Source: an optimization exercise on an open RTL-to-GDS flow (aim: small area). Production flows keep margins and buffers that such runs may drop.
In this exercise RTL edits were held to simulation tests only and were not proved equivalent to the original.

Design drv_unit, start of the top module:
module drv_unit (
    input  wire        clk,
    input  wire        rst_n,
    input  wire        wr_en,
    input  wire [1:0]  wr_ch,
    input  wire [4:0]  wr_sub,
    input  wire [15:0] wr_data,
    output reg         wr_ack,
    output reg         wr_nak,
    input  wire [1:0]  rd_ch,
    input  wire [4:0]  rd_sub,
    output reg  [31:0] rd_data,
    input  wire [3:0]  flt,
    output wire [3:0]  drv_a,
    output wire [3:0]  drv_b,
    output wire [3:0]  flt_route,
    output wire [3:0]  evt_latched,
    output wire [3:0]  evt_released,
    output wire [3:0]  evt_tripping
);
    wire [3:0]  stopped;
    wire [31:0] rdata [0:3];
    wire [15:0] per_sh [0:3];
    wire [15:0] cmp_sh [0:3];
    wire [15:0] cap_sh [0:3];
    wire [3:0]  capd_sh;
    wire st = stopped[wr_ch];
    reg  refuse;
    always @(*) begin
        case (wr_sub)
            5'h01:   refuse = !st || (wr_data[11:8] != 4'd0) || wr_data[7];
            5'h02:   refuse = (wr_data[15:6] == 10'd0);
            5'h03:   refuse = 1'b0;
            5'h04:   refuse = 1'b0;
            5'h05, 5'h06, 5'h07, 5'h08, 5'h0A:
                     refuse = !st || (wr_data[15:8] != 8'd0);
            5'h09:   refuse = !st || (wr_data[15:4] != 12'd0);
            5'h0B:   refuse = !st || (wr_data == 16'd0);
            5'h15:   refuse = (wr_data != 16'd1);
            5'h17:   refuse = 1'b0;
            5'h18:   refuse = (wr_data[15:1] != 15'd0);
            default: refuse = 1'b1;
        endcase
    end
    wire acc = wr_en && !refuse;
    function ge_c;
        input [16:0] a;
        input [16:0] b;
        input        ci;
        integer n;
        reg c;
        begin
            c = ci;
            for (n = 0; n < 17; n = n + 1)
                c = (a[n] & ~b[n]) | (a[n] & c) | (~b[n] & c);
            ge_c = c;
        end
    endfunction
    wire        is_per = (wr_sub == 5'h02);
    wire        is_cmp = (wr_sub == 5'h03);
    wire [15:0] per_c  = per_sh[wr_ch];
    wire [15:0] cmp_c  = cmp_sh[wr_ch];
    wire [15:0] cap_c  = cap_sh[wr_ch];
    wire        capd_c = capd_sh[wr_ch];
    wire [15:0] other  = is_cmp ? cap_c : cmp_c;
  ...
Size: roughly 71000 µm² of cells after synthesis.
Settings: LEC_CHECK=0, CAP_MARGIN=20, CORE_MARGIN=2, CORE_UTILIZATION=60, CTS_BUF_LIST=sky130_fd_sc_hd__clkbuf_8, CTS_CLUSTER_DIAMETER=60, CTS_CLUSTER_SIZE=12, PLACE_DENSITY=0.75, SLEW_MARGIN=20; clock period 22.0 ns.
standard.sh (not shown) runs the stock make flow with config.mk's settings and CLKGATE_MAP_FILE= SYNTH_SCRIPT=/design/flow/synth_recipe.tcl, a recipe that flattens the netlist after the stock synthesis.
==> flow/flow/run.sh <==
#!/bin/bash
# Own layout flow: the standard flow (standard.sh, all ORFS steps), with two
# changes in how the layout is made:
#  - Yosys's ABC mapping of the combinational logic uses an area-oriented script
#    (flow/abc_area.script) in place of ORFS's abc_speed.script; register
#    mapping, names and cell types are those of the standard synthesis;
#  - clock tree synthesis uses clkbuf_8 leaf clusters and inserts no dummy
#    loads.
set -euo pipefail
WORK="$(cd "$(dirname "${BASH_SOURCE[0]}")/.." && pwd)"
cd "$WORK"
rm -rf "$WORK/scripts_area"
cp -r "$FLOW_HOME/scripts" "$WORK/scripts_area"
cp "$WORK/flow/abc_area.script" "$WORK/scripts_area/abc_speed.script"
export CTS_ARGS="-sink_clustering_enable -repair_clock_nets -dont_use_dummy_load -buf_list sky130_fd_sc_hd__clkbuf_8 -sink_clustering_size 12 -sink_clustering_max_diameter 60"
bash "$WORK/standard.sh" SCRIPTS_DIR="$WORK/scripts_area" finish > "$WORK/standard_flow.log" 2>&1
==> flow/flow/abc_area.script <==
&get -n
&st
&dch -f
&nf -a
&st
&syn2
&dch -f
&nf -a
&st
&syn2
&dch -f
&nf -a
&put
topo
stime -c
The baseline produced a clean layout.
Rerun with:
==> flow/run.sh (new file) <==
#!/bin/bash
# synth_recipe.tcl (not shown) runs the flow's synth.tcl, then flattens the netlist and writes it again
# the make line also repeats each setting of config.mk as NAME=value (left out here)
make -C /OpenROAD-flow-scripts/flow DESIGN_CONFIG=/design/flow/config.mk WORK_HOME=/design/flow/orfs CLKGATE_MAP_FILE= SYNTH_SCRIPT=/design/flow/synth_recipe.tcl finish
removed: flow/flow/run.sh
removed: flow/flow/abc_area.script
removed: flow/standard.sh
Via count is higher by 4.7%. Worst setup slack gets better by 1300 ps. Worst hold slack is better by 12 ps.

==> what the ideal ports hide <==
How much do the figures lean on ideal ports? The routed layouts below were timed once more, with nothing changed but the port constraints.
Step 1 sets driving cells, clkbuf_16 on the clock port and buf_2 on the other inputs (assumed; they add their load-dependent delay and slew).
Step 2 moves the port delays by t, midway between the first and last clock arrival at a register: inputs arrive t later, outputs are due t later. That takes back most of the time a late clock gives input paths.
Three values: ideal, step 1, step 2; two values: the first two.
run | t (ns) | slack for setup (ns) | worst register clock-pin slew, ns | worst slew at a driven data input, ns | pins driven straight from the clock port
the first run | 0.969 | 1.077 / 1.138 / 0.170 | 0.10 / 0.10 | 0.05 | 1
the second run | 1.012 | 2.327 / 2.386 / 1.373 | 0.09 / 0.09 | 0.06 | 1
After both steps setup and hold are still met in every run listed. For the second run, which loses most, drivers alone change the setup slack by +0.059 ns; drivers and shift together by -0.954 ns.
